This is an optimization exercise on Yosys and OpenROAD, whose aim is small area, not a production implementation.
Function was checked by simulation only, so behaviour that the tests miss may differ from the original.
Power and IR drop assume default switching activity.

==> flow/design.v, too long to show whole: its modules and the start of the top module <==
// module brick_xu: 497 lines
// module bx_mac: 1784 lines
// module bx_cpa81: 87 lines
// module bx_cpa81_cc: 32 lines
// module bx_cblk9: 23 lines
// module bx_lzs80: 45 lines
// module bx_fa: 4 lines
// module bx_ha: 4 lines
// module bx_bsel: 3 lines
module brick_xu (
    input  wire        clk,
    input  wire        rst,
    input  wire [5:0]  op,
    input  wire [1:0]  k,
    input  wire [1:0]  j,
    input  wire [1:0]  align,
    input  wire [5:0]  sh,
    input  wire [31:0] opa,
    input  wire [31:0] opb,
    input  wire [15:0] opc,
    input  wire [11:0] imm,
    input  wire        cvt_en,
    input  wire [1:0]  cvt_k,
    input  wire [2:0]  cvt_fmt,
    input  wire        f_we,
    input  wire [4:0]  f_wdata,
    output reg         x_we,
    output reg  [31:0] x_wdata,
    output reg         cvt_we,
    output reg  [31:0] cvt_data,
    output reg  [4:0]  flags,
    output reg         acc_sat,
    output reg  [1:0]  store_sat
);
  // ...
==> flow/flow/run.sh <==
#!/bin/bash
# Own layout flow: the standard ORFS flow, with two changes.
#  1. Synthesis is the standard synthesis script, but ABC maps with an area-oriented
#     script (flow/abc_area.script): a copy of ORFS's scripts folder differs only there.
#  2. The ports get sky130_fd_sc_hd__buf_1 buffers (BUFFER_PORTS_ARGS).
# Every other step is standard.sh unchanged. Each tool's output goes to its own log here.
set -euo pipefail
W=$PWD
rm -rf "$W/own_scripts"
mkdir -p "$W/own_scripts"
cp -r "$FLOW_HOME/scripts/." "$W/own_scripts/"
cp "$W/flow/abc_area.script" "$W/own_scripts/abc_area.script"
bash standard.sh SCRIPTS_DIR="$W/own_scripts" synth > "$W/own_synth.log" 2>&1
bash standard.sh "BUFFER_PORTS_ARGS=-buffer_cell sky130_fd_sc_hd__buf_1" finish > "$W/own_layout.log" 2>&1
==> flow/flow/abc_area.script <==
strash
dc2
&get -n
&st
&dch -f
&nf -R 1000 -F 8 -A 4 -C 32 -p
&put
==> flow/standard.sh <==
#!/bin/bash
# synth_recipe.tcl (not shown) runs the flow's synth.tcl, then flattens the netlist and writes it again
# the make line also repeats each setting of config.mk as NAME=value (left out here)
make -C /OpenROAD-flow-scripts/flow DESIGN_CONFIG=/design/flow/config.mk WORK_HOME=/design/flow/orfs CLKGATE_MAP_FILE= SYNTH_SCRIPT=/design/flow/synth_recipe.tcl "${@:-finish}"
==> flow/config.mk <==
export PLATFORM = sky130hd
export DESIGN_NAME = brick_xu
export DESIGN_NICKNAME = brick_xu
export VERILOG_FILES = /design/flow/design.v
export SDC_FILE = /design/flow/constraint.sdc
export NUM_CORES = 8
export LEC_CHECK = 0
export ABC_AREA = 1
export CAP_MARGIN = 20
export CORE_MARGIN = 2
export CORE_UTILIZATION = 45
export SLEW_MARGIN = 20
export SYNTH_HIERARCHICAL = 1
==> flow/constraint.sdc <==
create_clock -name core_clock -period 20.0 [get_ports {clk}]
set_input_delay 4.0000 -clock core_clock [delete_from_list [all_inputs] [get_ports {clk}]]
set_output_delay 4.0000 -clock core_clock [all_outputs]
set_load 0.01 [all_outputs]
==> results.json, run 1 <==
{
  "use_met1": 0.5781,
  "status": "complete, no violations",
  "fmax_mhz": 54.98,
  "ff2ff_path_depth": 48,
  "grt_max_degree": 117,
  "netlist_instances": 5616,
  "fin_cells": 7665,
  "end_kind": "register",
  "detail-route-antenna-nets": 0,
  "peakVddDrop_mv": 0.1761,
  "viasPerCell": 7.535,
  "clockNetworkAreaShare": 0.01675,
  "grt_antenna_before_repair": 9,
  "top_area_cell_class": "multi-input gates",
  "timing.rr.start": "acc3[79]",
  "setup_slack_ns": 1.813,
  "maxSlewHeadroom": 0.1818,
  "buffers": 460,
  "drv_slew": 0,
  "leakagePower_uw": 0.02309,
  "multi_input_cells": 5121,
  "cpMostUsedCell": "a21o_1",
  "whs_path_depth": 2,
  "drive_gt1_frac": 0.07478,
  "cts_root_buf": "clkbuf_16",
  "crit_family": "compound AO/OA/AOI/OAI gates",
  "taps": 1536,
  "maxUsedRoutingLayer": "met5"
}
==> inputs of run 2 (changes only) <==
--- a/flow/config.mk
+++ b/flow/config.mk
@@ -9,5 +9,7 @@
 export CAP_MARGIN = 20
 export CORE_MARGIN = 2
-export CORE_UTILIZATION = 45
+export CORE_UTILIZATION = 50
+export CTS_CLUSTER_DIAMETER = 50
+export CTS_CLUSTER_SIZE = 25
 export SLEW_MARGIN = 20
 export SYNTH_HIERARCHICAL = 1
==> results.json, run 2 <==
{
  "status": "complete, no violations",
  "cpMostUsedCell": "a21o_1",
  "cp.depth": 54,
  "die_area_sq_um": 109000,
  "grt_max_degree": 111,
  "postLayoutCellArea_sq_um": 58860,
  "crit_family": "compound AO/OA/AOI/OAI gates",
  "grt_antenna_before_repair": 6,
  "viasPerCell": 7.762,
  "grtUsageTotal": 0.4840,
  "vias": 58060,
  "chipWidth_um": 330.1,
  "netlist_instances": 5616,
  "critPathSlowestCell": "o32ai_1",
  "synth_area_sq_um": 53180,
  "numCtsBuffers": 21,
  "numPortBuffers": 197,
  "core_sq_um": 105400,
  "power.density_nw_per_um2": 135.6,
  "drv_slew": 0,
  "tritoncts": "yes",
  "avgRoutedWirePerCell_um": 36.42,
  "die_h_um": 330.1,
  "seq_area_sq_um": 11090,
  "tns_ns": 0,
  "cp.required_ns": 20.49,
  "avgSynthCellArea_sq_um": 9.470,
  "drive_gt1_frac": 0.06718,
  "fmax_mhz": 55.07,
  "dp_hpwl_um": 193900,
  "hold_violations": 0,
  "path_buf_inv": 3,
  "ios": 198,
  "cp.arrival_ns": 18.65,
  "grt-ovfl-total": 0,
  "cts.sinks": 394,
  "rsz0062_at_grt": "false",
  "layout_commonest_cell": "nand2_1",
  "dr.pass1.iters": 27,
  "drc_errors": 0,
  "cts_resized": 0,
  "dpl-instance-area_sq_um": 58210,
  "clk_pin_slew_ns": 0.10,
  "h-tree-depth": 1,
  "cp_max_fo": 19,
  "grt_pass1_wl_um": 386300,
  "startpoint_type": "input port",
  "drt_iter0_markers": 13320,
  "fin_crit_ns": 18.16,
  "cts_buffer_depth": 3,
  "maxSlewHeadroom": 0.1568,
  "synthToLayoutAreaGrowth_pct": 10.68,
  "fill_cells": 9648,
  "totalWireLength_um": 272500,
  "holdBufCountCts": 0,
  "clock_latency_ns": 0.57,
  "place_congestion": 1.093,
  "final_cell_mix": "nand2_1 (1011), a22oi_1 (595), xnor2_1 (535)",
  "synth_warnings": 7,
  "worstMarginPinSlew_ns": 1.253,
  "post_cts_buffers": 0,
  "rows": 119,
  "ff2ff_path_depth": 50,
  "whs_path_depth": 2,
  "peakVddDrop_mv": 0.1569,
  "fin_skew_ns": 0.02590,
  "leakagePower_uw": 0.02279,
  "start_util": 0.5045,
  "end_kind": "register",
  "detail-route-antenna-nets": 0,
  "grt_pass1_vias": 54160,
  "multi_input_area_sq_um": 42410,
  "fin_nets": 6877,
  "cap_violations": 0,
  "cts_root_buf": "clkbuf_16",
  "total_power_uw": 7980,
  "fin_crit_sh": 0.9079,
  "hold_class": "register to register",
  "setup_viol": 0,
  "path_class": "input port to register",
  "critical_path.max_stage_delay_ns": 0.98
}
## run 2: cell types whose count changed in the layout (fill, tap and decap cells not counted), sizes merged
cell,before,now
clkinvlp,1,0
diode,4,1
clkbuf,69,63
buf,427,410
clkinv,100,96
inv,13,4
## run 2: worst reg2reg max path, delay by kind of cell, from the launching register on
| family | cells | cell delay (ns) |
|---|---|---|
| AOI/OAI and AO/OA | 27 | 7.13 |
| xor gates and xnor gates | 2 | 0.33 |
| DFF | 1 | 0.46 |
| buffers and inverters | 1 | 0.41 |
| and+or+nand+nor | 17 | 2.54 |
| adders and majority gates | 3 | 1.05 |
## run 2: power breakdown
group          switching [uW]  internal [uW]
Combinational            3990           2270
Sequential                121           1130
Clock                     269            204
Total                    4380           3600
## run 2: metrics by stage
step | hold WS (ns) | util | setup slack [ns] | cells
2_1_floorplan | 0.4700 | - | 0.3390 | 5617
3_3_place_gp | 0.4635 | 0.5522 | 1.899 | 7442
3_5_place_dp | 0.4689 | 0.5522 | 1.530 | 7442
4_1_cts | 0.4841 | 0.5582 | 2.099 | 7478
5_1_grt | 0.5109 | 0.5584 | 1.300 | 7479
6_report | 0.4888 | 0.5584 | 1.842 | 7480
## run 2: layout make-up
cell class                 instances  area share
antenna                            1  0.00004251
clock buffer                      30    0.009501
clock inverter                     6    0.001190
inverter                          94    0.005994
multi-input combinational       5121      0.7204
sequential                       394      0.1884
tap                             1391     0.02957
timing repair buffer             443     0.04485
## run 2: final timing paths
path,slack [ns],startpoint,end
setup / recovery,1.84,op[2],flags[0]
hold / removal,0.49,flags[2],flags[2]
setup reg to reg,8.00,acc3[79],flags[0]
hold reg to reg,0.49,flags[2],flags[2]
## run 2: routing by layer
layer / wire length [um] / global-route usage / up-vias
met5: 93 / 0 / -
met4: 22100 / 0.3148 / 10
met3: 44340 / 0.1824 / 1002
met2: 111000 / 0.6828 / 5314
met1: 94930 / 0.6190 / 28090
li1: - / - / 23650

re-timing with driven ports:
The flow's constraints put no driver on any port. The routed layouts listed below were extracted and timed again, unchanged, in two steps.
Step 1 (the two cells are an assumption about what drives the block):
set clk [get_ports {clk}]
set_driving_cell -lib_cell sky130_fd_sc_hd__clkbuf_16 $clk
set_driving_cell -lib_cell sky130_fd_sc_hd__buf_2 [delete_from_list [all_inputs] $clk]
Step 2 adds t to the input delays and takes it off the output delays; t is the mean of the earliest and latest rising clock arrival at the registers after step 1. Input paths then give back, and output paths get back, about the clock's delay inside the block.
a / b / c = ideal ports / drivers / drivers and shift; a / b = the first two.
| run | t (ns) | slack for setup (ns) | worst setup path at the end | slew at the worst register clock pin (ns) | pins driven straight from the clock port |
|---|---|---|---|---|---|
| run 1 | 0.662 | 1.813 / 1.851 / 1.189 | input to register | 0.08 / 0.08 | 1 |
| run 2 | 0.613 | 1.842 / 1.876 / 1.263 | input to register | 0.10 / 0.10 | 1 |
After both steps every run listed still meets setup and hold. For run 1, which loses most, drivers alone change the setup slack by +0.038 ns; drivers and shift together by -0.624 ns.
